This is an optimization exercise on Yosys and OpenROAD, whose aim is small area, a short achievable clock period and few clock cycles, not a production implementation. Only simulation tests tie the RTL to the original design; equivalence was not proved.

`design/flow/config.mk`:
```
export PLATFORM = sky130hd
export DESIGN_NAME = sha256_core
export DESIGN_NICKNAME = sha256_core
export VERILOG_FILES = /design/flow/design.v
export SDC_FILE = /design/flow/constraint.sdc
export NUM_CORES = 4
export LEC_CHECK = 0
export CAP_MARGIN = 20
export CORE_MARGIN = 2
export CORE_UTILIZATION = 40
export SLEW_MARGIN = 20
```
`design/flow/constraint.sdc`:
```
create_clock -name core_clock -period 10.0 [get_ports {clk}]
set_input_delay 2.0000 -clock core_clock [delete_from_list [all_inputs] [get_ports {clk}]]
set_output_delay 2.0000 -clock core_clock [all_outputs]
set_load 0.01 [all_outputs]
```
`design/flow/design.v`:
```
module sha256_core (
    input  wire         clk,
    input  wire         rst,         
    input  wire         msg_valid,
    output wire         msg_ready,
    input  wire         msg_first,
    input  wire [31:0]  msg_word,
    output reg          done,
    output wire [255:0] digest
);
    localparam [255:0] IV = {32'h6a09e667, 32'hbb67ae85, 32'h3c6ef372, 32'ha54ff53a,
                             32'h510e527f, 32'h9b05688c, 32'h1f83d9ab, 32'h5be0cd19};
    reg  [3:0]  wcnt;     
    reg         wfull;    
    reg         pend;     
    reg         fin;      
    reg  [5:0]  rnd;      
    reg         ivsel;    
    reg  [31:0] w [0:15];
    reg  [31:0] a, b, c, d, e, f, g, h;
    reg  [31:0] h0, h1, h2, h3, h4, h5, h6, h7;
    assign msg_ready = ~wfull;
    assign digest    = {h0, h1, h2, h3, h4, h5, h6, h7};
    wire accept = msg_valid & ~wfull;
    wire go     = pend | wfull;              
    wire ld_iv  = accept & (wcnt == 4'd0) & msg_first;
    wire ff     = fin | (wfull & (rnd[5:2] == 4'hf) & (rnd[1:0] != 2'd0));
    function [31:0] rotr(input [31:0] x, input integer n);
        rotr = (x >> n) | (x << (32 - n));
    endfunction
    reg [31:0] k_t;
    always @(*) begin
        case (rnd)
            6'd0:  k_t = 32'h428a2f98; 6'd1:  k_t = 32'h71374491;
            6'd2:  k_t = 32'hb5c0fbcf; 6'd3:  k_t = 32'he9b5dba5;
            6'd4:  k_t = 32'h3956c25b; 6'd5:  k_t = 32'h59f111f1;
            6'd6:  k_t = 32'h923f82a4; 6'd7:  k_t = 32'hab1c5ed5;
            6'd8:  k_t = 32'hd807aa98; 6'd9:  k_t = 32'h12835b01;
            6'd10: k_t = 32'h243185be; 6'd11: k_t = 32'h550c7dc3;
            6'd12: k_t = 32'h72be5d74; 6'd13: k_t = 32'h80deb1fe;
            6'd14: k_t = 32'h9bdc06a7; 6'd15: k_t = 32'hc19bf174;
            6'd16: k_t = 32'he49b69c1; 6'd17: k_t = 32'hefbe4786;
            6'd18: k_t = 32'h0fc19dc6; 6'd19: k_t = 32'h240ca1cc;
            6'd20: k_t = 32'h2de92c6f; 6'd21: k_t = 32'h4a7484aa;
            6'd22: k_t = 32'h5cb0a9dc; 6'd23: k_t = 32'h76f988da;
            6'd24: k_t = 32'h983e5152; 6'd25: k_t = 32'ha831c66d;
            6'd26: k_t = 32'hb00327c8; 6'd27: k_t = 32'hbf597fc7;
            6'd28: k_t = 32'hc6e00bf3; 6'd29: k_t = 32'hd5a79147;
            6'd30: k_t = 32'h06ca6351; 6'd31: k_t = 32'h14292967;
            6'd32: k_t = 32'h27b70a85; 6'd33: k_t = 32'h2e1b2138;
            6'd34: k_t = 32'h4d2c6dfc; 6'd35: k_t = 32'h53380d13;
            6'd36: k_t = 32'h650a7354; 6'd37: k_t = 32'h766a0abb;
            6'd38: k_t = 32'h81c2c92e; 6'd39: k_t = 32'h92722c85;
            6'd40: k_t = 32'ha2bfe8a1; 6'd41: k_t = 32'ha81a664b;
            6'd42: k_t = 32'hc24b8b70; 6'd43: k_t = 32'hc76c51a3;
            6'd44: k_t = 32'hd192e819; 6'd45: k_t = 32'hd6990624;
            6'd46: k_t = 32'hf40e3585; 6'd47: k_t = 32'h106aa070;
            6'd48: k_t = 32'h19a4c116; 6'd49: k_t = 32'h1e376c08;
            6'd50: k_t = 32'h2748774c; 6'd51: k_t = 32'h34b0bcb5;
            6'd52: k_t = 32'h391c0cb3; 6'd53: k_t = 32'h4ed8aa4a;
            6'd54: k_t = 32'h5b9cca4f; 6'd55: k_t = 32'h682e6ff3;
            6'd56: k_t = 32'h748f82ee; 6'd57: k_t = 32'h78a5636f;
            6'd58: k_t = 32'h84c87814; 6'd59: k_t = 32'h8cc70208;
            6'd60: k_t = 32'h90befffa; 6'd61: k_t = 32'ha4506ceb;
            6'd62: k_t = 32'hbef9a3f7; default: k_t = 32'hc67178f2;
        endcase
    end
    wire [31:0] big_s1 = rotr(e, 6) ^ rotr(e, 11) ^ rotr(e, 25);
    wire [31:0] big_s0 = rotr(a, 2) ^ rotr(a, 13) ^ rotr(a, 22);
    wire [31:0] ch     = g ^ (e & (f ^ g));
    wire [31:0] maj    = (a & b) | (c & (a | b));
    wire [31:0] t1     = h + k_t + w[15] + big_s1 + ch;
    wire [31:0] t2     = big_s0 + maj;
    wire [31:0] sml_s0 = rotr(w[1], 7)  ^ rotr(w[1], 18)  ^ (w[1] >> 3);
    wire [31:0] sml_s1 = rotr(w[14], 17) ^ rotr(w[14], 19) ^ (w[14] >> 10);
    wire [31:0] w_next = sml_s1 + w[9] + sml_s0 + w[0];
    reg  [31:0] iv_a, iv_e;
    always @(*) begin
        case (rnd[1:0])
            2'd1:    begin iv_a = IV[159:128]; iv_e = IV[31:0];   end
            2'd2:    begin iv_a = IV[191:160]; iv_e = IV[63:32];  end
            2'd3:    begin iv_a = IV[223:192]; iv_e = IV[95:64];  end
            default: begin iv_a = IV[255:224]; iv_e = IV[127:96]; end
        endcase
    end
    wire [31:0] ff_a = (ivsel ? iv_a : h3) + a;
    wire [31:0] ff_e = (ivsel ? iv_e : h7) + e;
    integer i;
    always @(posedge clk) begin
        if (rst) begin
            wcnt  <= 4'd0;
            wfull <= 1'b0;
            pend  <= 1'b0;
            fin   <= 1'b0;
            rnd   <= 6'd0;
            done  <= 1'b0;
        end else begin
            pend <= accept;
            done <= fin;
            fin  <= wfull & (rnd == 6'd63);
            if (accept) begin
                wcnt <= wcnt + 4'd1;
                if (wcnt == 4'd15)
                    wfull <= 1'b1;
            end
            if (go) begin
                rnd <= rnd + 6'd1;
                if (rnd == 6'd63)
                    wfull <= 1'b0;
            end
        end
    end
    always @(posedge clk) begin
        if (accept && wcnt == 4'd0)
            ivsel <= msg_first;
        if (accept || wfull) begin
            for (i = 0; i < 15; i = i + 1)
                w[i] <= w[i + 1];
            w[15] <= wfull ? w_next : msg_word;
        end
        if (ff) begin
            h0 <= ff_a; h1 <= h0; h2 <= h1; h3 <= h2;
            h4 <= ff_e; h5 <= h4; h6 <= h5; h7 <= h6;
        end
        if (ld_iv) begin
            a <= IV[255:224]; b <= IV[223:192]; c <= IV[191:160]; d <= IV[159:128];
            e <= IV[127:96];  f <= IV[95:64];   g <= IV[63:32];   h <= IV[31:0];
        end else if (fin) begin
            a <= ff_a; b <= h0; c <= h1; d <= h2;
            e <= ff_e; f <= h4; g <= h5; h <= h6;
        end else if (go) begin
            h <= g;
            g <= f;
            f <= e;
            e <= d + t1;
            d <= c;
            c <= b;
            b <= a;
            a <= t1 + t2;
        end
    end
endmodule
```
`design/flow/run.sh`:
```
#!/bin/bash
# synth_recipe.tcl (not shown) runs the flow's synth.tcl, then flattens the netlist and writes it again
# the make line also repeats each setting of config.mk as NAME=value (left out here)
make -C /OpenROAD-flow-scripts/flow DESIGN_CONFIG=/design/flow/config.mk WORK_HOME=/design/flow/orfs CLKGATE_MAP_FILE= SYNTH_SCRIPT=/design/flow/synth_recipe.tcl finish
```
==> summary.txt <==
Clock network
  – H-Tree Depth: 3
  – CTS Buffer Depth: 3
  – Post-cts hold buffer count: 0
  – CTS root buf: clkbuf_16
  – Clock Sink Count: around 1100
  – Post-CTS sizing: 0
  – Num CTS Buffers: 113
  – Worst-path clk slew: 0.06 ns
  – Post-CTS Repair Setup Buffers: 0
  – CTS tree: done
  – Clock latency (worst-skew pair): 0.76 ns

Place
  – DPL Wire Length: approximately 130 mm
  – IO buf count: just under 300
  – Placed Area: between 0.06 and 0.07 sq mm
  – Placer Congestion: 0.9672
  – DP Cell Count: around 7000

Route
  – Final WL: between 150 and 200 mm
  – Pre-Repair DR Iteration Count: 6
  – Total number of vias: around 40000
  – DR vias/cell: ~5.5
  – Number of routed nets with antenna violations: 0
  – DRC viols: 0
  – Wirelength per Cell: ~25 um
  – DRT iter0 DRCs: around 4500

Finish
  – Finished Core Util: 0.4622
  – Final Non-Filler Cells: 7331
  – Multi-input logic area: ~0.024 sq mm
  – Storage element area: between 0.02 and 0.03 sq mm
  – # fillers: between 10000 and 15000
  – Layout cell share with drive strength beyond 1: 0.05909
  – Nets@finish: ~5800
  – Synthesis-to-layout area growth: 15.09%
  – Cell area after layout: about 0.064 sq mm

Global route
  – Initial antenna violation count: 5
  – Vias in the first global route: 38108
  – Gr usage total: 0.2527
  – First-pass GRT wire length: 263.6 mm
  – Largest net degree at the start of global routing: 203
  – Grt ovf: 0

STA
  – Setup TNS: 0 ns
  – Highest Clock Rate: around 0.12 GHz
  – Min Tclk post-route: about 8.6 ns
  – Slew headroom: 0.1844
  – RSZ-0062 raised after global routing: false
  – Period utilisation layout: 0.8611
  – Worst Skew: 0.04714 ns
  – Endpoints failing hold: 0
  – Final setup fails: 0
  – Worst slew pin tran: 1.223 ns
  – Max-slew violations: 0

Floorplanning
  – Initial Util: 0.4016
  – Die ar.: ~0.14 sq mm
  – Site Rows: 137
  – Total core area: between 0.1 and 0.15 sq mm
  – Die width: between 300 and 400 um
  – # IOs: 294
  – Die H: between 300 and 400 um

Logic synthesis
  – Yosys Warn Count: 2
  – Mapped Avg Cell Area: between 10 and 15 sq um
  – Post-synth ARST share: 0
  – Seq cells post-synth: about 1100
  – Largest cells by area after synthesis: edfxtp_1, dfxtp_1, fa_1
  – Post-synth EDFFs: roughly 770
  – Most used DFF post-synth: edfxtp_1
  – Mapped Area: 0.05583 sq mm
  – Post-synthesis sequential area ratio: 0.5219
  – Net count after synthesis: 5625
  – Synth top area share: 0.4136
  – Yosys top cell by area: edfxtp_1
  – Syn Inst Count: between 5000 and 6000
  – Post-synthesis cell type count: approximately 80

Critical path
  – Worst Setup End Kind: register
  – CP max FO: 7
  – CP max-delay cell: a221oi_1
  – Most frequent CP cell: inv_1
  – Worst Path Arrival: about 9.2 ns
  – Worst setup SP type: register
  – Worst path required time: ~11 ns
  – Worst path max stage delay: 0.60 ns
  – Setup Crit Path Kind: register to register

Status
  – Status: finished clean

Flow run
  – Max-Cap Viols: 0

Hold path
  – Worst min path class: register to register
==> stage by stage <==
stage	hold slack, ns	worst slack, ns
2_1_floorplan	0.4003	1.219
6_report	0.4013	1.389
3_5_place_dp	0.4045	1.599
4_1_cts	0.3900	1.573
3_3_place_gp	0.4002	1.661
5_1_grt	0.4113	0.9172
==> final timing paths <==
path / startpoint / end / slack [ns] / cells past startpoint
max: e[27]$_SDFFE_PP0P_ / a[30]$_SDFFE_PP1P_ / 1.39 / 31
min: w[12][10]$_DFFE_PP_ / w[11][10]$_DFFE_PP_ / 0.40 / 0
max reg2reg: e[27]$_SDFFE_PP0P_ / a[30]$_SDFFE_PP1P_ / 1.39 / 31
min reg2reg: w[12][10]$_DFFE_PP_ / w[11][10]$_DFFE_PP_ / 0.40 / 0
==> worst max-delay path: cells and delay by family, from the launching register on <==
family / cells / cell delay, ns
compound gates: 16 / 4.33
fa+ha+maj: 6 / 2.64
xor+xnor: 4 / 0.60
flops: 1 / 0.59
buf+inv: 5 / 0.31
==> cell usage after synthesis (30+ instances only) <==
cell      count
edfxtp_1    769
nand2_1     695
a21oi_1     431
inv_1       353
o21ai_0     330
xnor2_1     317
nor2_1      309
dfxtp_1     302
clkbuf_1    260
ha_1        211
fa_1        189
nand3_1     133
xor2_1      108
a21o_1       86
mux2_2       56
nor3_1       54
o211ai_1     48
a211oi_1     40
nand2b_1     34
a31oi_1      33
buf_1        30
==> registers in the layout, indices dropped and copies added (netlist names), 6 cells and up <==
name / flops
h4: 32
h0: 32
e: 32
h5: 32
h7: 32
rnd: 6
b: 32
h1: 32
c: 32
h: 32
d: 32
h3: 32
f: 32
k_t: 32
g: 32
a: 32
w: 512
h2: 32
h6: 32
==> final cells by class <==
cell class,instances,area share
Sequential cell,1071,0.4536
Inverter,354,0.02082
Clock buffer,140,0.04671
Antenna cell,6,0.0002337
Tap cell,1876,0.03653
Multi-Input combinational cell,3471,0.3781
Clock inverter,75,0.01235
Timing Repair Buffer,338,0.05168
==> placed cells by master, fill, tap and decap left out, types with 25 or more instances in the layout <==
cell type	count
edfxtp_1	769
nand2_1	694
a21oi_1	431
inv_1	351
o21ai_0	328
xnor2_1	317
nor2_1	307
dfxtp_1	300
clkdlybuf4s50_1	293
ha_1	211
fa_1	189
nand3_1	133
clkbuf_16	115
xor2_1	108
a21o_1	86
mux2_2	56
nor3_1	54
o211ai_1	48
buf_4	41
a211oi_1	40
nand2b_1	34
a31oi_1	33
o21bai_1	28
mux2i_1	25
==> logic make-up after synthesis <==
family / count (synthesis) / synth area share
AO/OA/AOI/OAI: 1181 / 0.1281
XOR/XNOR: 425 / 0.06668
adder cells (fa/ha/maj): 422 / 0.1190
multiplexers: 83 / 0.01658
flip-flops: 1071 / 0.5219
buffers and inverters: 647 / 0.04357
AND/OR/NAND/NOR: 1360 / 0.1041
==> routing by layer <==
metal / vias up / wire length, um / share of wire / track usage
met1: 19784 / 79010 / 0.43 / 0.3504
met5: - / 0 / 0 / 0
met4: 0 / 7059 / 0.039 / 0.09004
li1: 18446 / - / - / -
met3: 254 / 13020 / 0.071 / 0.04334
met2: 1577 / 83560 / 0.46 / 0.3979
Testbench counts, summed over its fixed seeds: cycles 24,976.

## static timing again, ports no longer ideal
How much do the figures lean on ideal ports? The routed layout below was timed once more, with nothing changed but the port constraints. Step 1, drivers: a clkbuf_16 drives clk and a buf_2 each remaining input, both assumed. Step 2 times the ports against the registers' clock, not the clock port: input delays grow and output delays shrink by t, the midpoint of the rising clock arrivals with the driver on. a / b / c = ideal ports / drivers / drivers and shift; a / b = the first two.
t (ns): 0.817
setup WS [ns]: 1.389 / 1.389 / 1.389
hold WS [ns]: 0.401 / 0.401 / 0.401
worst setup path at the end: register to register
After both steps setup and hold are still met in this run. The setup slack of this run moves by 0.000 ns with the drivers and by 0.000 ns with both steps.
